From an optimization exercise on the open Yosys and OpenROAD flow, aimed at small area, a short achievable clock period and few clock cycles per item; shortcuts taken in it are not production practice. Function was checked by simulation only, so behaviour that the tests miss may differ from the original. Power figures rest on the tool's default switching activity, not on a simulated workload.

==> flow/design.v <==
module fpdivsqrt (
    input  wire        clk,
    input  wire        rst,      
    input  wire        start,    
    input  wire        op,       
    input  wire [31:0] a,
    input  wire [31:0] b,
    output wire        ready,
    output reg         done,
    output reg  [31:0] result,
    output reg  [4:0]  flags
);
    localparam integer FR = 24;          
    localparam integer W  = FR + 3;      
    localparam [31:0] QNAN = 32'h7FC0_0000;
    wire        sa = a[31];
    wire        sb = b[31];
    wire [7:0]  ea = a[30:23];
    wire [7:0]  eb = b[30:23];
    wire [22:0] fa = a[22:0];
    wire [22:0] fb = b[22:0];
    wire a_zero = (ea == 8'd0);
    wire b_zero = (eb == 8'd0);
    wire a_max  = (ea == 8'hFF);
    wire b_max  = (eb == 8'hFF);
    wire a_fz   = (fa == 23'd0);
    wire b_fz   = (fb == 23'd0);
    wire a_inf  = a_max & a_fz;
    wire b_inf  = b_max & b_fz;
    wire a_nan  = a_max & ~a_fz;
    wire b_nan  = b_max & ~b_fz;
    wire a_snan = a_nan & ~fa[22];
    wire b_snan = b_nan & ~fb[22];
    reg  sp, sp_nan, sp_inf, sp_nv, sp_dz;
    always @(*) begin
        sp = 1'b1; sp_nan = 1'b0; sp_inf = 1'b0; sp_nv = 1'b0; sp_dz = 1'b0;
        if (!op) begin
            if (a_nan | b_nan) begin
                sp_nan = 1'b1; sp_nv = a_snan | b_snan;
            end else if (a_inf & b_inf) begin
                sp_nan = 1'b1; sp_nv = 1'b1;
            end else if (a_inf) begin
                sp_inf = 1'b1;
            end else if (b_inf) begin
            end else if (b_zero & a_zero) begin
                sp_nan = 1'b1; sp_nv = 1'b1;
            end else if (b_zero) begin
                sp_inf = 1'b1; sp_dz = 1'b1;
            end else if (a_zero) begin
            end else begin
                sp = 1'b0;
            end
        end else begin
            if (a_nan) begin
                sp_nan = 1'b1; sp_nv = a_snan;
            end else if (a_zero) begin
            end else if (sa) begin
                sp_nan = 1'b1; sp_nv = 1'b1;
            end else if (a_inf) begin
                sp_inf = 1'b1;
            end else begin
                sp = 1'b0;
            end
        end
    end
    wire [9:0]  div_exp = {2'b00, ea} + {2'b11, ~eb} + 10'd127;   
    wire [8:0]  sq_sum  = {1'b0, ea} + 9'd125;
    wire [9:0]  sq_exp  = {2'b00, sq_sum[8:1]};                   
    wire [24:0] sq_m1  = ea[0] ? {2'b00, fa} : {fa[22], ~fa[22], fa[21:0], 1'b0};
    wire [W-1:0] w_init = op ? {sq_m1, 2'b00} : {3'b001, fa, 1'b0};
    reg          busy;       
    reg          fin;        
    reg  [12:0]  md;         
    reg  [11:0]  ms;         
    reg          sign_q;
    reg  [9:0]   exp_q;      
    reg  [W-1:0] w;          
    reg  [W-1:0] pn;         
    reg  [25:0]  s;          
    reg          spq, spq_nan, spq_inf, spq_nv, spq_dz;
    assign ready = ~busy;
    wire   last  = md[12] | ms[11];
    reg [W-1:0] b1, b2;      
    reg [25:0]  k1, k2;      
    integer i;
    always @(*) begin
        b1 = {W{1'b0}};
        b2 = {W{1'b0}};
        k1 = 26'd0;
        k2 = 26'd0;
        for (i = 0; i < 12; i = i + 1) begin
            b1[FR-1-2*i] = ms[i];
            b2[FR-2-2*i] = ms[i];
            k1[24-2*i] = ms[i];
            k2[23-2*i] = ms[i];
        end
        for (i = 0; i < 13; i = i + 1) begin
            k1[25-2*i] = k1[25-2*i] | md[i];
            k2[24-2*i] = k2[24-2*i] | md[i];
        end
    end
    wire [W-1:0] f1n  = pn & ~b1;
    wire [W-1:0] f2bn = pn & ~b2;
    wire [W-1:0] f2an = pn & ~(b1 << 1) & ~b2;
    wire [W+2:0] a2n  = {2'b11, pn, 1'b1} & ~{2'b00, b1, 1'b0};
    wire [W+2:0] cx = {2'b00, w, 1'b1};
    wire [W+2:0] cy = a2n;
    wire [W+2:0] cz = {3'b111, f2an};
    wire [W+2:0] cs = cx ^ cy ^ cz;
    wire [W+2:0] cc = (cx & cy) | (cx & cz) | (cy & cz);
    wire [W:0]   t1;
    wire [W+1:0] t2b;
    wire [W+2:0] t2a;
    pfx_add #(W+1) u_t1  (.a({1'b0, w}), .b({1'b1, f1n}), .ci(1'b1), .s(t1));
    pfx_add #(W+2) u_t2b (.a({1'b0, w, 1'b0}), .b({2'b11, f2bn}), .ci(1'b1), .s(t2b));
    pfx_add #(W+3) u_t2a (.a(cs), .b({cc[W+1:0], 1'b1}), .ci(1'b0), .s(t2a));
    wire d1 = ~t1[W];
    wire d2 = d1 ? ~t2a[W+2] : ~t2b[W+1];
    reg [W-1:0] wn;
    always @(*) begin
        case ({d1, d2})
            2'b11:   wn = {t2a[W-2:0], 1'b0};
            2'b10:   wn = {t1[W-3:0], 2'b00};
            2'b01:   wn = {t2b[W-2:0], 1'b0};
            default: wn = {w[W-3:0], 2'b00};
        endcase
    end
    wire [25:0] sn = s | (d1 ? k1 : 26'd0) | (d2 ? k2 : 26'd0);
    wire        hi      = s[25];
    wire [22:0] frac    = hi ? s[24:2] : s[23:1];
    wire        rbit    = hi ? s[1] : s[0];
    wire        sticky  = (hi & s[0]) | (w != {W{1'b0}});
    wire        rinc    = rbit & (sticky | frac[0]);
    wire        inexact = rbit | sticky;
    wire [30:0] xin = {exp_q[7:0], frac};
    reg  [30:0] pa, pb;      
    integer d, n;
    always @(*) begin
        pa = {xin[29:0], 1'b1};
        for (d = 1; d < 31; d = d * 2) begin
            pb = pa;
            for (n = d; n < 31; n = n + 1)
                pb[n] = pa[n] & pa[n-d];
            pa = pb;
        end
    end
    wire [30:0] inc = xin ^ (pa & {31{rinc}});
    wire uf      = exp_q[9] | (exp_q == 10'd0);
    wire of_big  = ~exp_q[9] & (exp_q[8] | (exp_q[7:0] == 8'hFF));
    wire of_rnd  = (exp_q == 10'd254) & rinc & (&frac);
    reg [31:0] rnd_res;
    reg [4:0]  rnd_flg;
    always @(*) begin
        if (spq) begin
            rnd_res = spq_nan ? QNAN : {sign_q, spq_inf ? 8'hFF : 8'h00, 23'd0};
            rnd_flg = {3'b000, spq_dz, spq_nv};
        end else if (uf) begin
            rnd_res = {sign_q, 31'd0};
            rnd_flg = 5'b11000;
        end else if (of_big) begin
            rnd_res = {sign_q, 8'hFF, 23'd0};
            rnd_flg = 5'b10100;
        end else begin
            rnd_res = {sign_q, inc};
            rnd_flg = {inexact, 1'b0, of_rnd, 2'b00};
        end
    end
    always @(posedge clk) begin
        if (rst) begin
            busy <= 1'b0;
            fin  <= 1'b0;
            done <= 1'b0;
        end else begin
            done <= fin;
            if (!busy) begin
                busy <= start & ~sp;
                fin  <= start & sp;
            end else begin
                busy <= ~last;
                fin  <= last;
            end
        end
        result <= rnd_res;
        flags  <= rnd_flg;
        if (!busy) begin
            md      <= {12'd0, ~op};
            ms      <= {11'd0, op};
            sign_q  <= op ? sa : (sa ^ sb);
            exp_q   <= op ? {1'b0, sq_exp} : div_exp;
            w       <= w_init;
            pn      <= op ? ~{2'b01, 25'd0} : ~{3'b001, fb, 1'b0};
            s       <= op ? {1'b1, 25'd0} : 26'd0;
            spq     <= sp;
            spq_nan <= sp_nan;
            spq_inf <= sp_inf;
            spq_nv  <= sp_nv;
            spq_dz  <= sp_dz;
        end else begin
            md <= md << 1;
            ms <= ms << 1;
            w  <= wn;
            s  <= sn;
            if (ms != 12'd0) pn <= ~{1'b0, sn};
            if (md[1] | ms[1]) exp_q <= exp_q + {9'd0, s[25]};
        end
    end
endmodule
module pfx_add #(
    parameter integer N = 8
) (
    input  wire [N-1:0] a,
    input  wire [N-1:0] b,
    input  wire         ci,
    output wire [N-1:0] s
);
    reg [N-1:0] g, p, gn, pn;
    integer d, i;
    always @(*) begin
        g = a & b;
        p = a ^ b;
        for (d = 1; d < N; d = d * 2) begin
            gn = g;
            pn = p;
            for (i = d; i < N; i = i + 1) begin
                if ((i / d) % 2 == 1) begin
                    gn[i] = g[i] | (p[i] & g[(i / d) * d - 1]);
                    pn[i] = p[i] & p[(i / d) * d - 1];
                end
            end
            g = gn;
            p = pn;
        end
    end
    wire [N-1:0] c = {g[N-2:0] | (p[N-2:0] & {(N-1){ci}}), ci};
    assign s = a ^ b ^ c;
endmodule
==> flow/flow/run.sh <==
#!/bin/bash
# The standard layout (the standard.sh) with these changes:
#  - port buffers are the smallest buffer, sky130_fd_sc_hd__buf_1, which the
#    resizer may still upsize where timing or slew needs it;
#  - clock tree synthesis builds the tree from small clock buffers and
#    inserts no dummy loads.
# make's full output goes to run_make.log in this folder; ORFS's own per-step
# logs are under orfs/logs/.
set -euo pipefail
bash standard.sh \
  "BUFFER_PORTS_ARGS=-buffer_cell sky130_fd_sc_hd__buf_1" \
  "CTS_ARGS=-sink_clustering_enable -repair_clock_nets -dont_use_dummy_load -buf_list {sky130_fd_sc_hd__clkbuf_2 sky130_fd_sc_hd__clkbuf_4 sky130_fd_sc_hd__clkbuf_8}" \
  finish > run_make.log 2>&1
==> flow/standard.sh <==
#!/bin/bash
# synth_recipe.tcl (not shown) runs the flow's synth.tcl, then flattens the netlist and writes it again
# the make line also repeats each setting of config.mk as NAME=value (left out here)
make -C /OpenROAD-flow-scripts/flow DESIGN_CONFIG=/design/flow/config.mk WORK_HOME=/design/flow/orfs CLKGATE_MAP_FILE= SYNTH_SCRIPT=/design/flow/synth_recipe.tcl "${@:-finish}"
==> flow/config.mk <==
export PLATFORM = sky130hd
export DESIGN_NAME = fpdivsqrt
export DESIGN_NICKNAME = fpdivsqrt
export VERILOG_FILES = /design/flow/design.v
export SDC_FILE = /design/flow/constraint.sdc
export NUM_CORES = 4
export LEC_CHECK = 0
export ABC_AREA = 1
export CAP_MARGIN = 20
export CORE_MARGIN = 2
export CORE_UTILIZATION = 40
export SETUP_SLACK_MARGIN = 1.5
export SLEW_MARGIN = 20
==> flow/constraint.sdc <==
create_clock -name core_clock -period 5.0 [get_ports {clk}]
set_input_delay 1.0000 -clock core_clock [delete_from_list [all_inputs] [get_ports {clk}]]
set_output_delay 1.0000 -clock core_clock [all_outputs]
set_load 0.01 [all_outputs]
==> summary.md, run 1 <==
Clock tree synthesis inserted a total of 17 buffers. Timing would allow up to 0.304 GHz. The non-filler instance count after layout is 2686, and the largest net degree at the start of global routing is 50. The startpoint of the most critical register-to-register path is ms[2]$_SDFF_PN0_.

The logs give 2433 for the final layout net count and 1.71 ns for the final critical-path setup slack. The commonest non-fill, non-tap cell in the layout is sky130_fd_sc_hd__nand2_1. For the total via count in the routed design, the log shows 13.8k. The tools report the sequential element share of the synthesized area as 0.260.

The portion of the clock cycle consumed by the worst path in the final layout was 0.658; the horizontal die dimension was 190 um. Summed over all failing endpoints, the final setup total negative slack is 0 ns. The area growth from synthesis to layout is 9.71%, and the total power consumption of the routed design is 7.91 mW.

The routed length per instance is 16.2 um. By area the synthesized netlist is led by sky130_fd_sc_hd__dfxtp_1 (17%), sky130_fd_sc_hd__nand2_1 (14%), sky130_fd_sc_hd__inv_1 (11%). The number of synthesized register bits works out to 159. The via count of the first global-routing pass was 13.0k; the depth of the most critical reg-to-reg path was 19. For this run, the number of Yosys warnings is 4. The family with the most delay on the worst path was simple AND/OR/NAND/NOR gates. The first global-routing pass estimated 68.2 mm of wire. The data arrival time of the critical path was 3.64 ns; the placeable core region was 0.0344 sq mm.

107 I/O pins were placed. The class of the worst hold path is reg -> reg. The global-route total usage across every layer is 0.243. Together, buffers and inverters on the worst path number 5.

The most numerous cell type found on the critical path is sky130_fd_sc_hd__nand2_1. The critical path is of the reg -> reg type. For the worst setup path, the data required time is 5.35 ns. The die covers 0.0362 sq mm. The detailed-routing iteration count for the pre-antenna-repair pass was 5; the number of nets produced by synthesis was 2328.

For the pin with the worst max-slew slack, the measured transition is 0.871 ns. The worst setup path is launched from a flop. The clock transition time at the flip-flop clock pins of the worst setup and hold paths was 0.10 ns. The most used flip-flop cell after synthesis is sky130_fd_sc_hd__dfxtp_1.

The final max-slew violation count came out at 0. Setup repair after global routing could not meet its margin everywhere. The number of cell rows is 68, and the number of port buffers is 106. The run finished with no timing, DRC or antenna violations. For this design the ratio of total power to cell area is 520 mW/mm^2. The count of flip-flops with a built-in enable after synthesis was 42; the share of post-route cells with drive strength above 1 was 0.0636. For this design, the slowest cell found on the critical path is sky130_fd_sc_hd__dfxtp_1. The detail route stage leaves a number of antenna-violating nets equal to 0. The post-detailed-routing wire length was 43.4 mm. Portion of synthesized cell area occupied by the leading cell type: 0.169.

The cell sitting at the root of the clock tree is a sky130_fd_sc_hd__clkbuf_8. The initial core utilization is 0.404. Peak supply drop: 0.351 mV. STA classifies the critical path endpoint as a flop. The endpoint of the most critical register-to-register path was pn[20]$_DFFE_PP_. The estimated wirelength of the detail-placed design was 35.0 mm. The per-cell via count in the routed design works out to 5.13. After detailed placement, the total cell area comes to 0.0147 sq mm. The hold path endpoint is done$_SDFF_PP0_. The logs give 1.71 ns for the minimum setup slack among reg-to-reg paths and 0 for the count of final hold-check violations. Counting every instance in the synthesized netlist gives 2128. The global placer's final weighted congestion is 0.900. TritonCTS built the clock tree.

The floorplan step set the die height to 190 um. CTS built an H-tree with a depth of 4. Dividing the synthesized area by the synthesized cell count gives 6.52 sq um. The violation count after the first detailed-route iteration is 1031, and the hold slack is 0.411 ns. Max-cap violations in this run came to 0. 0 antenna diodes ended up in the layout. The leftover overflow at the end of global routing is 0. The run gives 0.48 ns as the clock latency of the later-clocked register in the worst-skew pair.

In this design, the stage delay of the slowest critical-path cell is 0.56 ns. The tools report the unique cell type count in the Yosys netlist as 55. Source of the worst hold timing path: fin$_SDFF_PP0_.

The clock tree skew after final layout was 0.0377 ns. The tools report the remaining routing DRC violations as 0. The most area-hungry cell type in the Yosys netlist is sky130_fd_sc_hd__dfxtp_1. The run gives 1 as the number of antenna violations at the first check in global routing. In the layout the commonest cells are sky130_fd_sc_hd__nand2_1 (529), sky130_fd_sc_hd__inv_1 (400), sky130_fd_sc_hd__nor2_1 (209). After filler insertion, the fill cell instance count of the layout stands at 3740. The largest fanout of any net on the critical path was 25. The final critical delay including setup and external delays works out to 3.29 ns. The worst slew slack as a fraction of its limit came out at 0.413.

Counting tap cells, the placed design contains a total of 2660 instances. The finished cells cover 0.0152 sq mm. Traced cell by cell, the critical path runs through inv_1 > nand2_1 > inv_1 > ha_1 > nand2_1 > inv_1 > nand2_1 > nand2_1 > nand2_1 > nand2_1 > a21oi_1 > nand2_1 > nor2_1 > buf_4 > nand2_2 > nand2_8 > buf_4 > o22ai_2 > nor2_1. OpenSTA, run right after detailed placement, puts the worst setup slack at 0.940 ns.

The number of clock sinks seen by CTS came out at 159. For the post-synth design cell area, the log shows 0.0139 sq mm. The largest buffer count on any clock path came out at 2.

For this design, the CTS-stage hold fixing added 0 buffers. The leakage dissipation is 7.45 nW, and the number of failing setup endpoints in the final timing report is 0. Counting instances, the worst hold path has a depth of 2. The utilization after layout came out at 0.443.

The fraction of registers with async set/reset was 0.
## worst max path at each step
stage,start,endpoint,slack [ns],cells after the start
after floorplan,a[23],exp_q[7]$_DFFE_PP_,1.70,18
after global placement,pn[6]$_DFFE_PP_,pn[19]$_DFFE_PP_,0.98,18
after detailed placement,pn[6]$_DFFE_PP_,pn[19]$_DFFE_PP_,0.94,18
after CTS,pn[8]$_DFFE_PP_,w[12]$_DFF_P_,1.52,21
after global routing,ms[10]$_SDFF_PN0_,w[10]$_DFF_P_,1.45,22
final,ms[2]$_SDFF_PN0_,pn[20]$_DFFE_PP_,1.71,19
## per-layer routing
metal	global-route usage	part of all wire	routed length, um
met5	0	0	0
met4	0.0763	0.025	1110
met3	0.0287	0.050	2160
met2	0.401	0.46	19800
met1	0.332	0.47	20400
## kinds of logic (layout without fill, tap and decap cells)
family	Yosys count	in the layout	synth area share
compound gates	332	332	0.137
xor+xnor	33	33	0.0208
fa+ha+maj	132	132	0.136
buf+inv	456	559	0.130
flops	159	159	0.260
simple gates	1016	1016	0.316
## repair_timing
item	in CTS	in global routing
setup buffers	2	7
setup endpoints to repair	76	54
gates resized for setup	18	29
pin swaps	0	4
## synthesized netlist by cell type (3+ instances only)
library cell / number
sky130_fd_sc_hd__o21ai_2: 11
sky130_fd_sc_hd__xor2_1: 15
sky130_fd_sc_hd__nand3_2: 4
sky130_fd_sc_hd__dfxtp_1: 117
sky130_fd_sc_hd__inv_2: 5
sky130_fd_sc_hd__o21a_1: 4
sky130_fd_sc_hd__a21oi_2: 3
sky130_fd_sc_hd__a21boi_0: 3
sky130_fd_sc_hd__ha_1: 100
sky130_fd_sc_hd__a31oi_1: 6
sky130_fd_sc_hd__nor2_1: 216
sky130_fd_sc_hd__inv_1: 401
sky130_fd_sc_hd__o211ai_1: 7
sky130_fd_sc_hd__buf_6: 4
sky130_fd_sc_hd__nand4_1: 47
sky130_fd_sc_hd__nand3_1: 122
sky130_fd_sc_hd__fa_1: 32
sky130_fd_sc_hd__or2_2: 10
sky130_fd_sc_hd__o21bai_1: 7
sky130_fd_sc_hd__nand2_1: 535
sky130_fd_sc_hd__nor4_2: 3
sky130_fd_sc_hd__o21ai_0: 99
sky130_fd_sc_hd__edfxtp_1: 42
sky130_fd_sc_hd__clkbuf_1: 24
sky130_fd_sc_hd__nor3_2: 5
sky130_fd_sc_hd__o22ai_1: 14
sky130_fd_sc_hd__a21oi_1: 145
sky130_fd_sc_hd__nand3b_1: 13
sky130_fd_sc_hd__nor2_2: 10
sky130_fd_sc_hd__o22ai_2: 10
sky130_fd_sc_hd__buf_4: 5
sky130_fd_sc_hd__nand2_2: 8
sky130_fd_sc_hd__nor3_1: 25
sky130_fd_sc_hd__xnor2_1: 18
sky130_fd_sc_hd__o21ai_1: 11
sky130_fd_sc_hd__nor4_1: 11
sky130_fd_sc_hd__buf_2: 13
## tightest hold or removal path, cell delays in order, from the launching register on
cell,delay [ns]
sky130_fd_sc_hd__dfxtp_1,0.30
sky130_fd_sc_hd__inv_1,0.04
sky130_fd_sc_hd__nor2_1,0.03
## area by class of cell
class	instances	area (sq um)	area share
clock buffer	17	234	0.0154
tap	455	569	0.0374
timing repair buffer	134	653	0.0429
inverter	408	1540	0.101
sequential	159	3610	0.237
multi-input combinational	1513	8620	0.566
## state kept, by name (all words and copies together), names as in the netlist
name,flops
pn,26
md,13
fin,1
spq_nv,1
result,32
flags,5
spq_nan,1
w,26
spq,1
done,1
s,26
sign_q,1
exp_q,10
ms,12
busy,1
spq_dz,1
spq_inf,1
## report_power, final
part,internal (mW),total [mW],switching (mW)
sequential,1.50,1.72,0.214
clock,0.301,0.767,0.466
combinational,1.94,5.43,3.50
total,3.74,7.91,4.18
Testbench counts, summed over its fixed seeds: cycles 162,076, ops 12,000.
==> run 2: changes to the inputs <==
--- a/flow/config.mk
+++ b/flow/config.mk
@@ -9,5 +9,5 @@
 export CAP_MARGIN = 20
 export CORE_MARGIN = 2
 export CORE_UTILIZATION = 40
-export SETUP_SLACK_MARGIN = 1.5
+export SETUP_SLACK_MARGIN = 2.0
 export SLEW_MARGIN = 20
==> summary.md, run 2 <==
Top cells by area in the synthesized netlist: sky130_fd_sc_hd__dfxtp_1 (17%), sky130_fd_sc_hd__nand2_1 (14%), sky130_fd_sc_hd__inv_1 (11%) (unchanged). The count of hold buffers inserted by post-cts repair is 0 (unchanged). The tools report the root buffer cell as sky130_fd_sc_hd__clkbuf_8 (unchanged). The run gives 0 (unchanged) as the number of diodes added for antenna fixing. TritonCTS built the clock tree.

Via count of the first global-routing pass: 13.8k (was 13.0k). The required arrival time at the worst endpoint was 5.20 ns (was 5.35 ns). Number of clock sinks seen by CTS: 159 (unchanged). The sequential element share of the synthesized area was 0.260 (unchanged). The flow ran to the end and the layout has no timing, DRC or antenna violations. The count of max-cap constraint violations is 0 (unchanged), and the estimated wirelength of the detail-placed design is 36.5 mm (was 35.0 mm). The fraction of registers with async set/reset is 0 (unchanged), and the worst-case setup slack after placement is 1.18 ns (was 0.940 ns). The H-tree depth reported by CTS was 4 (unchanged); the routed length per instance was 17.6 um (was 16.2 um). The run gives 73.8 mm (was 68.2 mm) as the global-route wire length before repair.

The total via count in the routed design was 14.6k (was 13.8k); the transition at the pin with the smallest max-transition slack was 0.894 ns (was 0.871 ns). The tools report the worst slew slack as a fraction of its limit as 0.403 (was 0.413). Die height: 190 um (unchanged). The main flop type after synthesis is sky130_fd_sc_hd__dfxtp_1 (unchanged). The horizontal die dimension works out to 190 um (unchanged).

The achievable clock frequency is 0.323 GHz (was 0.304 GHz), and the final critical delay including setup and external delays is 3.09 ns (was 3.29 ns). The run gives 2656 (was 2660) as the placed cell count. The number of flip-flops under the largest register name is 32 (unchanged).

The count of synthesis-stage warnings from yosys is 4 (unchanged), and the number of antenna violations at the first check in global routing is 0 (was 1). The antenna violation net count after detailed routing is 0 (unchanged), and the non-filler instance count after layout is 2757 (was 2686). The area growth from synthesis to layout was 21.2% (was 9.71%); the peak supply drop was 0.366 mV (was 0.351 mV).

The run gives 2128 (unchanged) as the post-synthesis cell count. Top library cells by usage in the layout, fill and taps aside: sky130_fd_sc_hd__nand2_1 (479), sky130_fd_sc_hd__inv_1 (376), sky130_fd_sc_hd__nor2_1 (187) (was sky130_fd_sc_hd__nand2_1 (529), sky130_fd_sc_hd__inv_1 (400), sky130_fd_sc_hd__nor2_1 (209)). Post-synth design cell area: 0.0139 sq mm (unchanged). The most area-hungry cell type in the Yosys netlist was sky130_fd_sc_hd__dfxtp_1 (unchanged). The category of the critical setup timing path was reg -> reg (unchanged). Depth of the most critical reg-to-reg path: 15 (was 19). The run gives 0.489 (was 0.443) as the utilization after layout. The final layout net count came out at 2504 (was 2433). The per-cell via count in the routed design is 5.28 (was 5.13). The leakage dissipation was 7.97 nW (was 7.45 nW); the post-route cell area was 0.0168 sq mm (was 0.0152 sq mm).

For the number of failing setup endpoints in the final timing report, the log shows 0 (unchanged). Count of final hold-check violations: 0 (unchanged). The library cell with the highest instance count after synthesis is sky130_fd_sc_hd__nand2_1 (unchanged). The portion of the clock cycle consumed by the worst path in the final layout came out at 0.619 (was 0.658). The tools report the startpoint of the most critical register-to-register path as pn[15]$_DFFE_PP_ (was ms[2]$_SDFF_PN0_). The count of flip-flops with a built-in enable after synthesis is 42 (unchanged), and the number of synthesized register bits is 159 (unchanged).

The endpoint of the most critical register-to-register path is pn[22]$_DFFE_PP_ (was pn[20]$_DFFE_PP_). The boundary pin count is 107 (unchanged). The initial core utilization is 0.404 (unchanged). The number of buffers added by the clock tree synthesis step was 17 (unchanged); the post-detailed-routing wire length was 48.6 mm (was 43.4 mm).

The instance area after placement was 0.0148 sq mm (was 0.0147 sq mm). The tools report the detailed-routing iteration count for the pre-antenna-repair pass as 5 (unchanged). The portion of synthesized cell area occupied by the leading cell type was 0.169 (unchanged).

The hold path depth is 2 (unchanged), and the largest net degree at the start of global routing is 51 (was 50). The tools report the number of nets produced by synthesis as 2328 (unchanged). For the leftover overflow at the end of global routing, the log shows 0 (unchanged).

The clock tree skew after final layout is 0.0460 ns (was 0.0377 ns), and the global-route total usage across every layer is 0.263 (was 0.243). The accumulated negative setup slack was 0 ns (unchanged); the global placer's final weighted congestion was 0.960 (was 0.900). The run gives 0 (unchanged) as the final max-slew violation count. The violation count after the first detailed-route iteration was 1115 (was 1031); the clock transition time at the flip-flop clock pins of the worst setup and hold paths was 0.09 ns (was 0.10 ns). The capturing element type of the critical path was a flop (unchanged). Setup repair after global routing could not meet its margin everywhere. For the minimum setup slack among reg-to-reg paths, the log shows 1.91 ns (was 1.71 ns). The tools report the critical path launch point type as a flop (unchanged).

The final critical-path setup slack was 1.91 ns (was 1.71 ns). The logs give 68 (unchanged) for the number of cell rows and 0.0344 sq mm (unchanged) for the placeable core region. The register with the most flip-flops was result (unchanged). Share of post-route cells with drive strength above 1: 0.162 (was 0.0636). Unique cell type count in the Yosys netlist: 55 (unchanged).

Clock latency of the later-clocked register in the worst-skew pair: 0.48 ns (about the same). The run gives 0 (unchanged) as the remaining routing DRC violations. Top post-synthesis cells by count: sky130_fd_sc_hd__nand2_1 (535), sky130_fd_sc_hd__inv_1 (401), sky130_fd_sc_hd__nor2_1 (216) (unchanged). The area of the die was 0.0362 sq mm (unchanged). The source of the worst hold timing path was fin$_SDFF_PP0_ (unchanged).

The largest fanout of any net on the critical path came out at 7 (was 25). The power per standard cell area is 593 mW/mm^2 (was 520 mW/mm^2), and the largest buffer count on any clock path is 2 (unchanged). The number of port buffers is 106 (unchanged). The commonest non-fill, non-tap cell in the layout was sky130_fd_sc_hd__nand2_1 (unchanged). The class of the worst hold path was reg -> reg (unchanged). The run gives 3587 (was 3740) as the number of fill cells in the layout. Hold path endpoint: done$_SDFF_PP0_ (unchanged). The data arrival time of the critical path is 3.30 ns (was 3.64 ns), and the mean instance size in the synthesized netlist is 6.52 sq um (unchanged).
## run 2: cell count changes in the layout (fill, tap and decap cells not counted), moves of 11 or more
cell,delta
sky130_fd_sc_hd__ha_4,+19
sky130_fd_sc_hd__o22ai_1,-11
sky130_fd_sc_hd__inv_2,+21
sky130_fd_sc_hd__ha_1,-19
sky130_fd_sc_hd__o21ai_0,-12
sky130_fd_sc_hd__nor2_2,+17
sky130_fd_sc_hd__nand2_2,+42
sky130_fd_sc_hd__buf_4,+52
sky130_fd_sc_hd__nor2_1,-22
sky130_fd_sc_hd__o22ai_4,+18
sky130_fd_sc_hd__nand2_1,-50
sky130_fd_sc_hd__inv_1,-24
## run 2: how the worst max path moves through the flow
stage | to | cells after the start | slack, ns | start
2_1_floorplan | exp_q[7]$_DFFE_PP_ | 18 | 1.94 | a[23]
3_3_place_gp | w[17]$_DFF_P_ | 17 | 1.22 | ms[1]$_SDFF_PN0_
3_5_place_dp | w[17]$_DFF_P_ | 21 | 1.18 | ms[10]$_SDFF_PN0_
4_1_cts | pn[22]$_DFFE_PP_ | 17 | 1.92 | pn[16]$_DFFE_PP_
5_1_grt | pn[22]$_DFFE_PP_ | 20 | 1.76 | pn[10]$_DFFE_PP_
6_report | pn[22]$_DFFE_PP_ | 15 | 1.91 | pn[15]$_DFFE_PP_
## run 2: repair_timing
item                                    4_1_cts  5_1_grt
endpoints found under the setup margin       78       79
gates cloned                                  4        6
buffers inserted                             57       17
gates resized for setup                     174      104
pin swaps                                    51       64
## run 2: cell families after synthesis
logic type,synth area share
flops,0.260
compound gates,0.137
simple gates,0.316
fa+ha+maj,0.136
buf+inv,0.130
xor+xnor,0.0208
## run 2: critical path, cell delays in order, from the launching register on
cell                       delay, ns
sky130_fd_sc_hd__edfxtp_1       0.44
sky130_fd_sc_hd__buf_4          0.18
sky130_fd_sc_hd__fa_1           0.46
sky130_fd_sc_hd__ha_1           0.37
sky130_fd_sc_hd__inv_2          0.07
sky130_fd_sc_hd__nor3_4         0.20
sky130_fd_sc_hd__and2_4         0.18
sky130_fd_sc_hd__nand2_4        0.05
sky130_fd_sc_hd__nand2_4        0.09
sky130_fd_sc_hd__a21oi_4        0.09
sky130_fd_sc_hd__nand2_4        0.11
sky130_fd_sc_hd__nand2_4        0.09
sky130_fd_sc_hd__buf_12         0.13
sky130_fd_sc_hd__buf_16         0.15
sky130_fd_sc_hd__o22ai_4        0.17
sky130_fd_sc_hd__nor2_1         0.06
## run 2: layout make-up
| type | instances | area (sq um) | area share |
|---|---|---|---|
| inverters | 408 | 1570 | 0.0931 |
| repair inverters | 3 | 26.3 | 0.00156 |
| repair buffers | 201 | 1320 | 0.0784 |
| well taps | 455 | 569 | 0.0338 |
| multi-input cells | 1514 | 9460 | 0.562 |
| flip-flops and latches | 159 | 3650 | 0.217 |
| clock buffers | 17 | 234 | 0.0139 |
## run 2: stage by stage
stage	total power, mW	hold slack [ns]
after CTS	9.06	0.412
after floorplan	5.52	0.388
after global routing	10.6	0.437
final	9.97	0.409
after detailed placement	6.94	0.405
after global placement	6.91	0.403
## run 2: routing by layer
metal	vias up	routed length (um)	track usage
li1	7185	-	-
met1	6805	21900	0.352
met2	483	22500	0.439
met3	89	2880	0.0317
met4	0	1370	0.0888
met5	-	0	0
## run 2: where the power goes
group	switching (mW)	internal (mW)
clock	0.464	0.301
sequential	0.217	1.50
combinational	4.51	2.99
==> run 3: changes to the inputs <==
--- a/flow/config.mk
+++ b/flow/config.mk
@@ -8,6 +8,6 @@
 export ABC_AREA = 1
 export CAP_MARGIN = 20
 export CORE_MARGIN = 2
-export CORE_UTILIZATION = 40
-export SETUP_SLACK_MARGIN = 2.0
+export CORE_UTILIZATION = 60
+export SETUP_SLACK_MARGIN = 1.5
 export SLEW_MARGIN = 20
==> summary.md, run 3 <==
The flow ran to the end and the layout has no timing, DRC or antenna violations. The tools report the endpoint of the most critical register-to-register path as w[12]$_DFF_P_ (was pn[22]$_DFFE_PP_). Number of buffers added by the clock tree synthesis step: 17 (unchanged). The tools report the global-route wire length before repair as 66.2 mm (was 73.8 mm). The run gives 0.47 ns (was 0.48 ns) as the clock latency of the later-clocked register in the worst-skew pair. The number of nets produced by synthesis was 2328 (unchanged).

The final layout net count is 2440 (was 2504), and the number of port buffers is 106 (unchanged). Uppermost layer routed: met4 (unchanged). The family with the most delay on the worst path was simple AND/OR/NAND/NOR gates (was adder cells). The power per standard cell area came out at 527 mW/mm^2 (was 593 mW/mm^2).

The tools report the end point of the critical path as w[12]$_DFF_P_ (was pn[22]$_DFFE_PP_). Top library cells by usage in the layout, fill and taps aside: sky130_fd_sc_hd__nand2_1 (530), sky130_fd_sc_hd__inv_1 (399), sky130_fd_sc_hd__nor2_1 (205) (was sky130_fd_sc_hd__nand2_1 (479), sky130_fd_sc_hd__inv_1 (376), sky130_fd_sc_hd__nor2_1 (187)). The launch point of the critical path is pn[20]$_DFFE_PP_ (was pn[15]$_DFFE_PP_). The number of synthesized register bits is 159 (unchanged). The library cell with the highest instance count after synthesis is sky130_fd_sc_hd__nand2_1 (unchanged). The tools report the achievable clock frequency as 0.293 GHz (was 0.323 GHz). Total met3 wirelength after detailed routing: 3.80 mm (was 2.88 mm). The portion of synthesized cell area occupied by the leading cell type is 0.169 (unchanged), and the unique cell type count in the Yosys netlist is 55 (unchanged). The final critical delay including setup and external delays was 3.41 ns (was 3.09 ns). The logs give 0 (unchanged) for the final max-slew violation count and 7.47 nW (was 7.97 nW) for the leakage dissipation. The antenna violation net count after detailed routing is 0 (unchanged). The critical path depth in cells came out at 20 (was 15). For the global-route total usage across every layer, the log shows 0.350 (was 0.263).

The tools report the capturing element type of the critical path as a flop (unchanged). For the initial core utilization, the log shows 0.613 (was 0.404). The count of max-cap constraint violations is 0 (unchanged). The category of the critical setup timing path is reg -> reg (unchanged). The critical path buffer and inverter count was 4 (unchanged); the leftover overflow at the end of global routing was 0 (unchanged).

The remaining routing DRC violations was 0 (unchanged). Setup repair after global routing could not meet its margin everywhere. The minimum setup slack among reg-to-reg paths was 1.59 ns (was 1.91 ns); the estimated wirelength of the detail-placed design was 34.2 mm (was 36.5 mm). Die height: 156 um (was 190 um).

TritonCTS built the clock tree. For the number of fill cells in the layout, the log shows 2150 (was 3587). For the area of the die, the log shows 0.0244 sq mm (was 0.0362 sq mm). The met1 wire length is 18.2 mm (was 21.9 mm), and the peak supply drop is 0.389 mV (was 0.366 mV). Top cells by area in the synthesized netlist: sky130_fd_sc_hd__dfxtp_1 (17%), sky130_fd_sc_hd__nand2_1 (14%), sky130_fd_sc_hd__inv_1 (11%) (unchanged).

The data arrival time of the critical path was 3.72 ns (was 3.30 ns). Cells along the critical path: inv_1 > nor2_2 > nand2_1 > fa_1 > inv_1 > ha_4 > nand2_1 > nor2_2 > nand2_1 > nand2_1 > nand2_1 > nand2_1 > a21oi_4 > nand2_2 > buf_12 > clkinvlp_4 > nand2_1 > nand2_1 > o21ai_0 > nand2_1 (was buf_4 > fa_1 > ha_1 > inv_2 > nor3_4 > and2_4 > nand2_4 > nand2_4 > a21oi_4 > nand2_4 > nand2_4 > buf_12 > buf_16 > o22ai_4 > nor2_1). The count of synthesis-stage warnings from yosys is 4 (unchanged). The run gives 0 (unchanged) as the number of failing setup endpoints in the final timing report. Boundary pin count: 107 (unchanged). The utilization after layout was 0.664 (was 0.489); the count of flip-flops with a built-in enable after synthesis was 42 (unchanged). The tools report the source of the worst hold timing path as fin$_SDFF_PP0_ (unchanged).

The critical path launch point type was a flop (unchanged). The number of cell rows came out at 55 (was 68). The startpoint of the most critical register-to-register path is pn[20]$_DFFE_PP_ (was pn[15]$_DFFE_PP_). Via count of the first global-routing pass: 12.9k (was 13.8k). The root buffer cell is sky130_fd_sc_hd__clkbuf_8 (unchanged).

The largest fanout of any net on the critical path was 13 (was 7); the accumulated negative setup slack was 0 ns (unchanged). The post-synthesis cell count was 2128 (unchanged); the portion of the clock cycle consumed by the worst path in the final layout was 0.683 (was 0.619). The register with the most flip-flops was result (unchanged). The post-synth design cell area came out at 0.0139 sq mm (unchanged).

The run gives 7.93 mW (was 9.97 mW) as the total power consumption of the routed design. The fraction of registers with async set/reset is 0 (unchanged). The commonest non-fill, non-tap cell in the layout is sky130_fd_sc_hd__nand2_1 (unchanged).

The sum of met2 wire segment lengths after detailed routing is 18.9 mm (was 22.5 mm). The run gives 2 (unchanged) as the largest buffer count on any clock path. The placeable core region was 0.0226 sq mm (was 0.0344 sq mm); the routed length per instance was 16.9 um (was 17.6 um). The number of flip-flops under the largest register name was 32 (unchanged). The worst-case setup slack after placement is 0.833 ns (was 1.18 ns), and the global placer's final weighted congestion is 0.961 (was 0.960). The area growth from synthesis to layout came out at 8.33% (was 21.2%). The share of post-route cells with drive strength above 1 works out to 0.0679 (was 0.162). Count of final hold-check violations: 0 (unchanged). The tools report the sequential element share of the synthesized area as 0.260 (unchanged). Most area-hungry cell type in the Yosys netlist: sky130_fd_sc_hd__dfxtp_1 (unchanged). The clock transition time at the flip-flop clock pins of the worst setup and hold paths works out to 0.10 ns (was 0.09 ns). The maximum cell stage delay along the critical path came out at 0.51 ns (was 0.46 ns).

The clock tree skew after final layout was 0.0551 ns (was 0.0460 ns). The class of the worst hold path was reg -> reg (unchanged). Number of antenna violations at the first check in global routing: 1 (was 0). The post-detailed-routing wire length came out at 42.6 mm (was 48.6 mm). The logs give 14.2k (was 14.6k) for the total via count in the routed design and 1.59 ns (was 1.91 ns) for the final critical-path setup slack. The detailed-routing iteration count for the pre-antenna-repair pass was 6 (was 5); the transition at the pin with the smallest max-transition slack was 0.825 ns (was 0.894 ns). Top post-synthesis cells by count: sky130_fd_sc_hd__nand2_1 (535), sky130_fd_sc_hd__inv_1 (401), sky130_fd_sc_hd__nor2_1 (216) (unchanged). The horizontal die dimension was 156 um (was 190 um); the largest net degree at the start of global routing was 59 (was 51).

The number of clock sinks seen by CTS was 159 (unchanged). The mean instance size in the synthesized netlist is 6.52 sq um (unchanged). The run gives 0.449 (was 0.403) as the worst slew slack as a fraction of its limit. The per-cell via count in the routed design is 5.64 (was 5.28), and the required arrival time at the worst endpoint is 5.30 ns (was 5.20 ns). The depth of the most critical reg-to-reg path works out to 20 (was 15). The most common cell type on the critical path was sky130_fd_sc_hd__nand2_1 (was sky130_fd_sc_hd__nand2_4).

For the violation count after the first detailed-route iteration, the log shows 1284 (was 1115). The main flop type after synthesis was sky130_fd_sc_hd__dfxtp_1 (unchanged). The slowest library cell on the worst path was sky130_fd_sc_hd__fa_1 (unchanged).

The H-tree depth reported by CTS came out at 4 (unchanged).
run 3: cell types whose count changed in the layout (fill, tap and decap cells not counted), sizes merged:
| cell | before | now |
|---|---|---|
| bufbuf | 1 | 0 |
| inv | 407 | 406 |
| clkbuf | 18 | 17 |
| nand2 | 544 | 543 |
| clkinv | 3 | 1 |
| buf | 199 | 141 |
| diode | 0 | 1 |
run 3: power by group:
part	total, mW	internal, mW	switching (mW)
sequential	1.72	1.50	0.216
clock	0.744	0.301	0.444
combinational	5.46	1.95	3.51
total	7.93	3.76	4.17
run 3: layout make-up:
cell class / count / area [sq um] / share of cell area
multi-input combinational: 1513 / 8620 / 0.573
sequential: 159 / 3610 / 0.240
inverter: 408 / 1540 / 0.102
timing repair buffer: 141 / 677 / 0.0450
tap: 285 / 357 / 0.0237
clock buffer: 17 / 234 / 0.0156
antenna: 1 / 2.50 / 0.000166
run 3: tightest hold or removal path, stage by stage, from the launching register on:
cell and delay, ns:
sky130_fd_sc_hd__dfxtp_1 0.32, sky130_fd_sc_hd__inv_1 0.05, sky130_fd_sc_hd__nor2_1 0.03
run 3: worst min path at each step:
stage	slack, ns	end	cells past startpoint
after floorplan	0.39	done$_SDFF_PP0_	2
after global placement	0.40	done$_SDFF_PP0_	2
after detailed placement	0.41	done$_SDFF_PP0_	2
after CTS	0.42	done$_SDFF_PP0_	2
after global routing	0.45	done$_SDFF_PP0_	2
final	0.43	done$_SDFF_PP0_	2
run 3: stage by stage:
step | cells | hold slack (ns) | instance area [sq um]
6_report | 2524 | 0.430 | 15000
5_1_grt | 2523 | 0.451 | 15000
4_1_cts | 2513 | 0.425 | 14800
3_5_place_dp | 2488 | 0.406 | 14500
3_3_place_gp | 2488 | 0.401 | 14500
2_1_floorplan | 2128 | 0.388 | 13900
run 3: what timing repair did:
| action | 4_1_cts | 5_1_grt |
|---|---|---|
| setup buffers | 8 | 10 |
| hold buffers | 0 | 0 |
| endpoints found under the setup margin | 75 | 51 |
| hold endpoints to repair | 0 | 0 |
| pin swaps | 2 | 3 |
| gates resized for setup | 19 | 27 |
run 3: cell families (layout without fill, tap and decap cells):
family,after synthesis,count (layout),synth area share
flops,159,159,0.260
other cells,0,1,0
compound gates,332,332,0.137
fa+ha+maj,132,132,0.136
buf+inv,456,566,0.130
simple gates,1016,1016,0.316
xor+xnor,33,33,0.0208
run 3: layer usage:
metal,vias up,global-route usage
met5,-,0
met4,0,0.148
met3,109,0.0747
met2,608,0.554
met1,6480,0.463
li1,7039,-
==> run 4: changes to the inputs <==
--- a/flow/config.mk
+++ b/flow/config.mk
@@ -8,6 +8,7 @@
 export ABC_AREA = 1
 export CAP_MARGIN = 20
 export CORE_MARGIN = 2
-export CORE_UTILIZATION = 60
+export CORE_UTILIZATION = 40
+export PLACE_DENSITY = 0.8
 export SETUP_SLACK_MARGIN = 1.5
 export SLEW_MARGIN = 20
==> summary.md, run 4 <==
The logs give 0.948 (was 0.961) for the global placer's final weighted congestion and 0.299 (was 0.463) for the met1 usage. Accumulated negative setup slack: 0 ns (unchanged). Category of the critical setup timing path: reg -> reg (unchanged).

Setup repair after global routing left no endpoint under its margin. Number of diodes added for antenna fixing: 0 (was 1). The count of max-cap constraint violations was 0 (unchanged). The tools report the leftover overflow at the end of global routing as 0 (unchanged). The mean instance size in the synthesized netlist was 6.52 sq um (unchanged); the placeable core region was 0.0344 sq mm (was 0.0226 sq mm). The required arrival time at the worst endpoint is 5.40 ns (was 5.30 ns).

The clock latency of the later-clocked register in the worst-skew pair was 0.48 ns (was 0.47 ns). Number of buffers added by the clock tree synthesis step: 17 (unchanged). Met2 track demand over resource in global routing: 0.395 (was 0.554). Final max-slew violation count: 0 (unchanged). The largest fanout of any net on the critical path was 9 (was 13).

The horizontal die dimension was 190 um (was 156 um). The run gives 0 (unchanged) as the remaining routing DRC violations. The unique cell type count in the Yosys netlist was 55 (unchanged). The critical path buffer and inverter count is 4 (unchanged), and the number of failing setup endpoints in the final timing report is 0 (unchanged). The number of cell rows came out at 68 (was 55).

The number of antenna violations at the first check in global routing is 0 (was 1). For the post-synthesis cell count, the log shows 2128 (unchanged). Routed length per instance: 15.8 um (was 16.9 um). Top cells by area in the synthesized netlist: sky130_fd_sc_hd__dfxtp_1 (17%), sky130_fd_sc_hd__nand2_1 (14%), sky130_fd_sc_hd__inv_1 (11%) (unchanged).

Top library cells by usage in the layout, fill and taps aside: sky130_fd_sc_hd__nand2_1 (527), sky130_fd_sc_hd__inv_1 (399), sky130_fd_sc_hd__nor2_1 (210) (was sky130_fd_sc_hd__nand2_1 (530), sky130_fd_sc_hd__inv_1 (399), sky130_fd_sc_hd__nor2_1 (205)). The tools report the critical path launch point type as a flop (unchanged). The tools report the count of final hold-check violations as 0 (unchanged). The via count of the first global-routing pass came out at 13.5k (was 12.9k). The non-filler instance count after layout came out at 2694 (was 2524).

Top post-synthesis cells by count: sky130_fd_sc_hd__nand2_1 (535), sky130_fd_sc_hd__inv_1 (401), sky130_fd_sc_hd__nor2_1 (216) (unchanged). Capturing element type of the critical path: a flop (unchanged). Root buffer cell: sky130_fd_sc_hd__clkbuf_8 (unchanged). The count of hold buffers inserted by post-cts repair was 0 (unchanged); the area of the die was 0.0362 sq mm (was 0.0244 sq mm). The portion of the clock cycle consumed by the worst path in the final layout is 0.666 (was 0.683), and the estimated wirelength of the detail-placed design is 33.9 mm (was 34.2 mm). The portion of synthesized cell area occupied by the leading cell type was 0.169 (unchanged); the H-tree depth reported by CTS was 4 (unchanged). Power per standard cell area: 522 mW/mm^2 (was 527 mW/mm^2). The final critical delay including setup and external delays was 3.33 ns (was 3.41 ns); the final layout net count was 2441 (was 2440). TritonCTS built the clock tree. The number of nets produced by synthesis was 2328 (unchanged).

The placed cell count was 2657 (was 2488); the achievable clock frequency was 0.300 GHz (was 0.293 GHz). The tools report the global-route wire length before repair as 67.0 mm (was 66.2 mm). The layer with the highest usage is met2 (unchanged). The number of port buffers was 106 (unchanged).

The number of fill cells in the layout came out at 3608 (was 2150). For the sequential cell area in the final layout, the log shows 0.00361 sq mm (about the same). The detailed-routing iteration count for the pre-antenna-repair pass is 6 (unchanged), and the worst slew slack as a fraction of its limit is 0.377 (was 0.449). The total via count in the routed design is 14.2k (about the same), and the global-route total usage across every layer is 0.234 (was 0.350).

The library cell with the highest instance count after synthesis was sky130_fd_sc_hd__nand2_1 (unchanged). The transition at the pin with the smallest max-transition slack was 0.934 ns (was 0.825 ns). The tools report the clock tree skew after final layout as 0.0392 ns (was 0.0551 ns).

The flow ran to the end and the layout has no timing, DRC or antenna violations. Cells along the critical path: inv_1 > nor2_1 > nand2_1 > fa_1 > inv_1 > ha_1 > nand2_1 > inv_1 > a21oi_2 > nand2_4 > nand2_1 > nand2_4 > a21oi_4 > nand2_4 > buf_12 > o21ai_0 > o21ai_1 > nand2_1 (was inv_1 > nor2_2 > nand2_1 > fa_1 > inv_1 > ha_4 > nand2_1 > nor2_2 > nand2_1 > nand2_1 > nand2_1 > nand2_1 > a21oi_4 > nand2_2 > buf_12 > clkinvlp_4 > nand2_1 > nand2_1 > o21ai_0 > nand2_1). Main flop type after synthesis: sky130_fd_sc_hd__dfxtp_1 (unchanged). The register with the most flip-flops is result (unchanged). The number of synthesized register bits is 159 (unchanged).

Class of the worst hold path: reg -> reg (unchanged). For the largest buffer count on any clock path, the log shows 2 (unchanged). The violation count after the first detailed-route iteration is 1111 (was 1284).

The post-synth design cell area came out at 0.0139 sq mm (unchanged). The area growth from synthesis to layout is 10.1% (was 8.33%), and the per-cell via count in the routed design is 5.28 (was 5.64). The clock transition time at the flip-flop clock pins of the worst setup and hold paths works out to 0.07 ns (was 0.10 ns). The run gives 0.0147 sq mm (was 0.0145 sq mm) as the instance area after placement. The leakage dissipation was 7.48 nW (was 7.47 nW). The maximum cell stage delay along the critical path is 0.51 ns (about the same).

For the peak supply drop, the log shows 0.281 mV (was 0.389 mV). The number of flip-flops under the largest register name was 32 (unchanged); the global routing met3 resource utilization was 0.0296 (was 0.0747). The post-detailed-routing wire length came out at 42.6 mm (about the same). Commonest non-fill, non-tap cell in the layout: sky130_fd_sc_hd__nand2_1 (unchanged). Family with the most delay on the worst path: simple AND/OR/NAND/NOR gates (unchanged). The area occupied by multi-input gates came out at 0.00863 sq mm (was 0.00862 sq mm). The post-route cell area is 0.0153 sq mm (was 0.0150 sq mm), and the largest net degree at the start of global routing is 59 (unchanged). Boundary pin count: 107 (unchanged). The die height works out to 190 um (was 156 um). The count of flip-flops with a built-in enable after synthesis came out at 42 (unchanged).

The antenna violation net count after detailed routing was 0 (unchanged); the fraction of registers with async set/reset was 0 (unchanged). The run gives 0.260 (unchanged) as the sequential element share of the synthesized area. The share of post-route cells with drive strength above 1 came out at 0.0688 (was 0.0679). Most area-hungry cell type in the Yosys netlist: sky130_fd_sc_hd__dfxtp_1 (unchanged). The most common cell type on the critical path is sky130_fd_sc_hd__nand2_1 (unchanged).

Data arrival time of the critical path: 3.73 ns (was 3.72 ns). The initial core utilization was 0.404 (was 0.613); the count of synthesis-stage warnings from yosys was 4 (unchanged). The number of clock sinks seen by CTS came out at 159 (unchanged). The slowest library cell on the worst path was sky130_fd_sc_hd__fa_1 (unchanged).
[run 4: cell counts after synthesis]
No cell type changed its count.
[run 4: final cells by class]
class / count / area share
Inverter: 408 / 0.101
Multi-Input combinational cell: 1514 / 0.565
Sequential cell: 159 / 0.236
Timing Repair Buffer: 141 / 0.0454
Tap cell: 455 / 0.0373
Clock buffer: 17 / 0.0153
[run 4: report_power, final]
group          switching, mW  internal [mW]  total, mW
registers              0.206           1.50       1.71
logic                   3.57           1.97       5.54
clock network          0.429          0.300      0.729
[run 4: kinds of logic after synthesis]
family / share of synthesized area
compound gates: 0.137
xor+xnor: 0.0208
fa+ha+maj: 0.136
buf+inv: 0.130
flops: 0.260
simple gates: 0.316
[run 4: repair_timing]
item | in CTS | in global routing
setup endpoints to repair | 74 | 60
pin swaps | 0 | 6
gates cloned | 0 | 1
setup buffers | 3 | 16
gates resized for setup | 12 | 34
[run 4: path summary, 6_finish.rpt]
| path | slack, ns | to | depth (start not counted) | start |
|---|---|---|---|---|
| hold reg to reg | 0.42 | done$_SDFF_PP0_ | 2 | fin$_SDFF_PP0_ |
| setup reg to reg | 1.67 | w[9]$_DFF_P_ | 18 | pn[6]$_DFFE_PP_ |
| hold / removal | 0.42 | done$_SDFF_PP0_ | 2 | fin$_SDFF_PP0_ |
| setup / recovery | 1.67 | w[9]$_DFF_P_ | 18 | pn[6]$_DFFE_PP_ |
[run 4: worst register-to-register path: stages, from the launching register on]
cell and delay [ns]:
sky130_fd_sc_hd__edfxtp_1 0.39, sky130_fd_sc_hd__inv_1 0.05, sky130_fd_sc_hd__nor2_1 0.13, sky130_fd_sc_hd__nand2_1 0.11
sky130_fd_sc_hd__fa_1 0.52, sky130_fd_sc_hd__inv_1 0.04, sky130_fd_sc_hd__ha_1 0.32, sky130_fd_sc_hd__nand2_1 0.10
sky130_fd_sc_hd__inv_1 0.05, sky130_fd_sc_hd__a21oi_2 0.17, sky130_fd_sc_hd__nand2_4 0.11, sky130_fd_sc_hd__nand2_1 0.12
sky130_fd_sc_hd__nand2_4 0.10, sky130_fd_sc_hd__a21oi_4 0.26, sky130_fd_sc_hd__nand2_4 0.15, sky130_fd_sc_hd__buf_12 0.19
sky130_fd_sc_hd__o21ai_0 0.28, sky130_fd_sc_hd__o21ai_1 0.12, sky130_fd_sc_hd__nand2_1 0.06
[run 4: per-layer routing]
metal	share of wire	routed length (um)	vias to the layer above
met1	0.43	18400	6567
met5	0	0	-
met3	0.068	2880	106
met2	0.46	19600	528
met4	0.038	1640	0
li1	-	-	7030
[run 4: metrics by stage]
step,hold slack (ns),util,setup WS [ns],power [mW]
floorplan,0.388,-,1.70,5.46
global placement,0.402,0.427,0.981,6.61
detailed placement,0.416,0.427,0.916,6.69
CTS,0.427,0.436,1.50,7.51
global route,0.452,0.444,1.47,8.66
finish,0.421,0.444,1.67,7.97
==> run 5: changes to the inputs <==
--- a/flow/config.mk
+++ b/flow/config.mk
@@ -9,6 +9,5 @@
 export CAP_MARGIN = 20
 export CORE_MARGIN = 2
 export CORE_UTILIZATION = 40
-export PLACE_DENSITY = 0.8
-export SETUP_SLACK_MARGIN = 1.5
+export SETUP_SLACK_MARGIN = 1.8
 export SLEW_MARGIN = 20
==> summary.md, run 5 <==
The tools report the total internal power as 4.00 mW (was 3.77 mW). The number of buffers added by the clock tree synthesis step came out at 17 (unchanged). The final critical delay including setup and external delays was 3.20 ns (was 3.33 ns). Post-detailed-routing wire length: 45.0 mm (was 42.6 mm). The count of hold buffers inserted by post-cts repair was 0 (unchanged); the number of antenna violations at the first check in global routing was 1 (was 0). For the data arrival time of the critical path, the log shows 3.61 ns (was 3.73 ns).

The clock latency of the later-clocked register in the worst-skew pair was 0.47 ns (was 0.48 ns). The share of post-route cells with drive strength above 1 was 0.0973 (was 0.0688); the peak supply drop was 0.299 mV (was 0.281 mV). The proportion of power drawn by the clock network was 0.089 (was 0.091); the per-cell via count in the routed design was 5.23 (was 5.28). Launch point of the critical path: pn[20]$_DFFE_PP_ (was pn[6]$_DFFE_PP_).

The die height is 190 um (unchanged). Top cells by area in the synthesized netlist: sky130_fd_sc_hd__dfxtp_1 (17%), sky130_fd_sc_hd__nand2_1 (14%), sky130_fd_sc_hd__inv_1 (11%) (unchanged). Top post-synthesis cells by count: sky130_fd_sc_hd__nand2_1 (535), sky130_fd_sc_hd__inv_1 (401), sky130_fd_sc_hd__nor2_1 (216) (unchanged). The non-filler instance count after layout came out at 2717 (was 2694). The largest net degree at the start of global routing was 50 (was 59). The count of final hold-check violations is 0 (unchanged).

The detailed-routing iteration count for the pre-antenna-repair pass was 5 (was 6). The mean instance size in the synthesized netlist came out at 6.52 sq um (unchanged). The remaining routing DRC violations was 0 (unchanged). The required arrival time at the worst endpoint is 5.41 ns (was 5.40 ns), and the number of failing setup endpoints in the final timing report is 0 (unchanged). The tools report the worst slew slack as a fraction of its limit as 0.425 (was 0.377). Main flop type after synthesis: sky130_fd_sc_hd__dfxtp_1 (unchanged). The startpoint of the most critical register-to-register path is pn[20]$_DFFE_PP_ (was pn[6]$_DFFE_PP_).

The capturing element type of the critical path is a flop (unchanged). The class of the worst hold path is reg -> reg (unchanged). The portion of the clock cycle consumed by the worst path in the final layout is 0.641 (was 0.666), and the violation count after the first detailed-route iteration is 1119 (was 1111). Top library cells by usage in the layout, fill and taps aside: sky130_fd_sc_hd__nand2_1 (517), sky130_fd_sc_hd__inv_1 (393), sky130_fd_sc_hd__nor2_1 (202) (was sky130_fd_sc_hd__nand2_1 (527), sky130_fd_sc_hd__inv_1 (399), sky130_fd_sc_hd__nor2_1 (210)). The run gives 14.2k (about the same) as the total via count in the routed design. TritonCTS built the clock tree. The register with the most flip-flops was result (unchanged). The number of flip-flops under the largest register name is 32 (unchanged), and the accumulated negative setup slack is 0 ns (unchanged). The placed cell count was 2659 (was 2657); the H-tree depth reported by CTS was 4 (unchanged). The estimated wirelength of the detail-placed design is 35.5 mm (was 33.9 mm), and the number of diodes added for antenna fixing is 0 (unchanged). The maximum cell stage delay along the critical path was 0.47 ns (was 0.51 ns). The power dissipated by switching net loads is 4.45 mW (was 4.20 mW). Category of the critical setup timing path: reg -> reg (unchanged). The number of clock sinks seen by CTS is 159 (unchanged). The final layout net count came out at 2464 (was 2441).

The family with the most delay on the worst path was simple AND/OR/NAND/NOR gates (unchanged). Slowest library cell on the worst path: sky130_fd_sc_hd__fa_1 (unchanged). The final max-slew violation count was 0 (unchanged). The horizontal die dimension was 190 um (unchanged); the fraction of registers with async set/reset was 0 (unchanged).

The leakage dissipation came out at 7.63 nW (was 7.48 nW). The sequential element share of the synthesized area was 0.260 (unchanged). Achievable clock frequency: 0.312 GHz (was 0.300 GHz). The source of the worst hold timing path was fin$_SDFF_PP0_ (unchanged). The logs give 2128 (unchanged) for the post-synthesis cell count and 0.708 (was 0.694) for the part of the power in combinational logic. Cells along the critical path: buf_4 > fa_1 > ha_1 > nand2_1 > nand2_1 > a21boi_2 > nand2_2 > nand2_1 > nand2_2 > a21oi_4 > nand2_4 > buf_12 > buf_4 > nor2_2 > nor2_1 > nand2_1 > nand2_1 > nand2_1 (was inv_1 > nor2_1 > nand2_1 > fa_1 > inv_1 > ha_1 > nand2_1 > inv_1 > a21oi_2 > nand2_4 > nand2_1 > nand2_4 > a21oi_4 > nand2_4 > buf_12 > o21ai_0 > o21ai_1 > nand2_1). The via count of the first global-routing pass was 13.1k (was 13.5k). Leftover overflow at the end of global routing: 0 (unchanged).

For the global-route wire length before repair, the log shows 68.4 mm (was 67.0 mm). The most area-hungry cell type in the Yosys netlist was sky130_fd_sc_hd__dfxtp_1 (unchanged). The net switching share of the total power is 0.527 (about the same), and the boundary pin count is 107 (unchanged). The largest buffer count on any clock path was 2 (unchanged); the clock transition time at the flip-flop clock pins of the worst setup and hold paths was 0.11 ns (was 0.07 ns). The placeable core region came out at 0.0344 sq mm (unchanged).

The run gives 0.242 (was 0.234) as the global-route total usage across every layer. Setup repair after global routing could not meet its margin everywhere. Number of synthesized register bits: 159 (unchanged). The number of cell rows came out at 68 (unchanged). The run finished with no timing, DRC or antenna violations. The area growth from synthesis to layout was 13.3% (was 10.1%). For the sequential power share, the log shows 0.203 (was 0.214). The run gives 0 (unchanged) as the antenna violation net count after detailed routing. The largest fanout of any net on the critical path works out to 8 (was 9). The logs give 0.0362 sq mm (unchanged) for the area of the die and 0.0456 ns (was 0.0392 ns) for the clock tree skew after final layout.

The initial core utilization was 0.404 (unchanged). The commonest non-fill, non-tap cell in the layout is sky130_fd_sc_hd__nand2_1 (unchanged). The transition at the pin with the smallest max-transition slack works out to 0.862 ns (was 0.934 ns).

The unique cell type count in the Yosys netlist is 55 (unchanged). The post-synth design cell area is 0.0139 sq mm (unchanged), and the critical path buffer and inverter count is 3 (was 4). The count of flip-flops with a built-in enable after synthesis is 42 (unchanged), and the routed length per instance is 16.6 um (was 15.8 um). The number of port buffers works out to 106 (unchanged). Library cell with the highest instance count after synthesis: sky130_fd_sc_hd__nand2_1 (unchanged). The root buffer cell was sky130_fd_sc_hd__clkbuf_8 (unchanged).

The most common cell type on the critical path was sky130_fd_sc_hd__nand2_1 (unchanged). The number of nets produced by synthesis was 2328 (unchanged). The portion of synthesized cell area occupied by the leading cell type is 0.169 (unchanged), and the power per standard cell area is 537 mW/mm^2 (was 522 mW/mm^2). For the count of synthesis-stage warnings from yosys, the log shows 4 (unchanged). The tools report the global placer's final weighted congestion as 0.950 (was 0.948). The critical path launch point type is a flop (unchanged).

The run gives 0 (unchanged) as the count of max-cap constraint violations.
[run 5: changes by cell type in the layout (fill, tap and decap cells not counted), moves of 4 or more]
| cell | before | now |
|---|---|---|
| sky130_fd_sc_hd__buf_4 | 32 | 49 |
| sky130_fd_sc_hd__buf_6 | 0 | 4 |
| sky130_fd_sc_hd__dfxtp_1 | 112 | 106 |
| sky130_fd_sc_hd__ha_1 | 98 | 91 |
| sky130_fd_sc_hd__ha_4 | 2 | 9 |
| sky130_fd_sc_hd__inv_1 | 399 | 393 |
| sky130_fd_sc_hd__inv_2 | 7 | 11 |
| sky130_fd_sc_hd__nand2_1 | 527 | 517 |
| sky130_fd_sc_hd__nand2_2 | 11 | 21 |
| sky130_fd_sc_hd__nor2_1 | 210 | 202 |
| sky130_fd_sc_hd__nor2_4 | 4 | 9 |
| sky130_fd_sc_hd__o21ai_0 | 99 | 92 |
| sky130_fd_sc_hd__o21ai_1 | 11 | 17 |
[run 5: logic make-up after synthesis]
group / after synthesis / share of synthesized area
xor+xnor: 33 / 0.0208
fa+ha+maj: 132 / 0.136
compound gates: 332 / 0.137
simple gates: 1016 / 0.316
buf+inv: 456 / 0.130
flops: 159 / 0.260
[run 5: repair_timing]
action	4_1_cts	5_1_grt
pin swaps	10	26
resized for setup	51	71
setup buffers	19	21
endpoints found under the setup margin	77	72
gates cloned	0	1
[run 5: path summary, 6_finish.rpt]
| check | end | slack (ns) | depth (start not counted) |
|---|---|---|---|
| setup / recovery | w[19]$_DFF_P_ | 1.80 | 18 |
| hold reg to reg | done$_SDFF_PP0_ | 0.41 | 2 |
| hold / removal | done$_SDFF_PP0_ | 0.41 | 2 |
| setup reg to reg | w[19]$_DFF_P_ | 1.80 | 18 |
[run 5: cell type report]
type	count	area, sq um
Timing Repair Buffer	164	901
Inverter	408	1540
Sequential cell	159	3620
Multi-Input combinational cell	1514	8860
Fill cell	3692	18600
Clock buffer	17	234
Tap cell	455	569
[run 5: layer usage]
metal	vias to the layer above	track usage	part of all wire
met3	77	0.0326	0.059
met5	-	0	0
met4	0	0.0823	0.029
met2	478	0.396	0.46
li1	7069	-	-
met1	6584	0.327	0.45
[run 5: tightest hold or removal path: cells and delay by family (launching register included)]
family | cells | cell delay (ns)
simple gates | 1 | 0.03
flops | 1 | 0.30
buf+inv | 1 | 0.04
[run 5: power groups by stage]
stage | clock, mW | combinational, mW | sequential (mW)
after CTS | 0.767 | 5.32 | 1.72
after global placement | 0 | 4.97 | 1.75
after floorplan | 0 | 3.79 | 1.67
after detailed placement | 0 | 5.01 | 1.76
after global routing | 0.810 | 6.60 | 1.73
final | 0.754 | 5.98 | 1.72
[run 5: per-stage QoR]
step                utilization  instance area (sq um)  setup slack [ns]  hold WS (ns)  power [mW]
floorplan                     -                  13900              1.80         0.388        5.46
global placement          0.428                  14700              1.01         0.405        6.72
detailed placement        0.428                  14700             0.949         0.399        6.77
CTS                       0.444                  15300              1.77         0.415        7.81
global route              0.458                  15700              1.65         0.440        9.14
finish                    0.458                  15700              1.80         0.413        8.44
==> run 6: changes to the inputs <==
--- a/flow/config.mk
+++ b/flow/config.mk
@@ -9,5 +9,5 @@
 export CAP_MARGIN = 20
 export CORE_MARGIN = 2
 export CORE_UTILIZATION = 40
-export SETUP_SLACK_MARGIN = 1.8
+export SETUP_SLACK_MARGIN = 1.7
 export SLEW_MARGIN = 20
==> summary.md, run 6 <==
For the final critical-path setup slack, the log shows 1.80 ns (about the same). For the initial core utilization, the log shows 0.404 (unchanged). The placeable core region came out at 0.0344 sq mm (unchanged). The tools report the root buffer cell as sky130_fd_sc_hd__clkbuf_8 (unchanged).

The die height came out at 190 um (unchanged). The largest fanout of any net on the critical path is 58 (was 8). The count of flip-flops with a built-in enable after synthesis is 42 (unchanged). The sequential cell area in the final layout came out at 0.00363 sq mm (was 0.00362 sq mm).

The final critical delay including setup and external delays is 3.20 ns (about the same). The area growth from synthesis to layout is 13.3% (about the same). Setup repair after global routing could not meet its margin everywhere. For the number of cell rows, the log shows 68 (unchanged). Category of the critical setup timing path: reg -> out (was reg -> reg). The run finished with no timing, DRC or antenna violations. The number of clock sinks seen by CTS was 159 (unchanged). Top post-synthesis cells by count: sky130_fd_sc_hd__nand2_1 (535), sky130_fd_sc_hd__inv_1 (401), sky130_fd_sc_hd__nor2_1 (216) (unchanged). The run gives 2.20 ns (was 3.61 ns) as the data arrival time of the critical path.

The commonest non-fill, non-tap cell in the layout is sky130_fd_sc_hd__nand2_1 (unchanged). The worst-case setup slack after placement came out at 0.883 ns (was 0.949 ns). The source of the worst hold timing path was fin$_SDFF_PP0_ (unchanged).

The logs give 0 (unchanged) for the remaining routing DRC violations and 1 (unchanged) for the number of antenna violations at the first check in global routing. The run gives 4 (unchanged) as the count of synthesis-stage warnings from yosys. The critical path launch point type was a flop (unchanged). The launch point of the critical path was busy$_SDFF_PP0_ (was pn[20]$_DFFE_PP_). The largest family of logic cells by synthesized area is simple AND/OR/NAND/NOR gates (unchanged). The clock transition time at the flip-flop clock pins of the worst setup and hold paths works out to 0.07 ns (was 0.11 ns). The clock tree skew after final layout was 0.0479 ns (was 0.0456 ns); the portion of synthesized cell area occupied by the leading cell type was 0.169 (unchanged). The post-synth design cell area was 0.0139 sq mm (unchanged).

The largest buffer count on any clock path is 2 (unchanged). The portion of the clock cycle consumed by the worst path in the final layout is 0.641 (about the same). The estimated wirelength of the detail-placed design is 35.4 mm (was 35.5 mm). Hold path depth: 2 (unchanged). The fraction of registers with async set/reset was 0 (unchanged).

Register with the most flip-flops: result (unchanged). The library cell with the highest instance count after synthesis is sky130_fd_sc_hd__nand2_1 (unchanged). Largest net degree at the start of global routing: 59 (was 50). TritonCTS built the clock tree.

The tools report the area occupied by multi-input gates as 0.00881 sq mm (was 0.00886 sq mm). The power per standard cell area came out at 526 mW/mm^2 (was 537 mW/mm^2). The area fraction in compound gates after synthesis was 0.137 (unchanged). Most area-hungry cell type in the Yosys netlist: sky130_fd_sc_hd__dfxtp_1 (unchanged).

Startpoint of the most critical register-to-register path: pn[17]$_DFFE_PP_ (was pn[20]$_DFFE_PP_). The count of max-cap constraint violations is 0 (unchanged), and the number of synthesized register bits is 159 (unchanged). The tools report the final layout net count as 2470 (was 2464). The multiplexer area fraction after synthesis is 0 (unchanged).

The number of diodes added for antenna fixing is 0 (unchanged).
## run 6: changes by cell type in the layout (fill, tap and decap cells not counted), sizes merged
cell / delta
buf: +7
nand2: -1
## run 6: what timing repair did
item,CTS,global route
gates resized for setup,31,81
pin swaps,4,21
hold buffers,0,0
endpoints found under the setup margin,76,56
setup buffers,8,40
## run 6: stage by stage
stage | hold WS (ns) | instance area (sq um) | std cells | power [mW]
CTS | 0.414 | 15100 | 2683 | 7.73
finish | 0.410 | 15700 | 2723 | 8.27
detailed placement | 0.406 | 14700 | 2658 | 6.75
floorplan | 0.388 | 13900 | 2128 | 5.46
global route | 0.436 | 15700 | 2723 | 9.03
global placement | 0.405 | 14700 | 2658 | 6.74
## run 6: cells by family (layout without fill, tap and decap cells)
group | after synthesis | after routing
buffers and inverters | 456 | 596
adder cells (fa/ha/maj) | 132 | 132
AO/OA/AOI/OAI | 332 | 332
flip-flops | 159 | 159
XOR/XNOR | 33 | 33
AND/OR/NAND/NOR | 1016 | 1016
## run 6: per-layer routing
layer / track usage / routed length (um)
met2: 0.403 / 20500
met3: 0.0326 / 2460
met4: 0.0942 / 1520
met5: 0 / 0
met1: 0.329 / 20400
## run 6: path summary, 6_finish.rpt
path,to,slack (ns)
worst max register to register,w[2]$_DFF_P_,1.81
worst min-delay path,done$_SDFF_PP0_,0.41
worst max-delay path,ready,1.80
worst min register to register,done$_SDFF_PP0_,0.41
## run 6: cell type report
type                    count  area share
clock buffers              17      0.0149
inverters                 408      0.0978
multi-input cells        1513       0.560
flip-flops and latches    159       0.231
well taps                 455      0.0362
repair buffers            171      0.0599
## run 6: worst max-delay path: stages (launching register included)
cell and delay, ns:
sky130_fd_sc_hd__dfxtp_1 0.63, sky130_fd_sc_hd__buf_4 0.48, sky130_fd_sc_hd__inv_2 0.09, sky130_fd_sc_hd__buf_6 0.29, sky130_fd_sc_hd__buf_1 0.20
## run 6: power by group
group | internal [mW] | switching (mW)
Sequential | 1.50 | 0.215
Combinational | 2.13 | 3.67
Clock | 0.300 | 0.458

-- static timing again, ports no longer ideal --
No port has a modelled driver above. Below, the same layouts with a new extraction and two added sets of constraints.
Step 1 sets driving cells, clkbuf_16 on the clock port and buf_2 on the other inputs (assumed; they add their load-dependent delay and slew).
Step 2, shift: input delay + t, output delay - t, t = (earliest + latest rising clock arrival at the registers) / 2. This alone moves slack from input paths to output paths.
a / b / c = no drivers / after step 1 / after step 2; a / b = the first two.
run | t, ns | setup slack, ns | slew at the worst register clock pin (ns) | worst slew at a driven data input, ns
run 1 | 0.509 | 1.710 / 1.710 / 1.586 | 0.10 / 0.10 | 0.06
run 2 | 0.505 | 1.906 / 1.906 / 1.677 | 0.11 / 0.11 | 0.05
run 3 | 0.487 | 1.587 / 1.587 / 1.499 | 0.11 / 0.11 | 0.06
run 4 | 0.512 | 1.672 / 1.672 / 1.580 | 0.11 / 0.11 | 0.04
run 5 | 0.496 | 1.797 / 1.797 / 1.587 | 0.11 / 0.11 | 0.04
run 6 | 0.522 | 1.797 / 1.750 / 1.616 | 0.11 / 0.11 | 0.05
After both steps setup and hold are still met in every run listed. The setup slack of run 2, which loses most, moves by 0.000 ns with the drivers and by -0.229 ns with both steps.
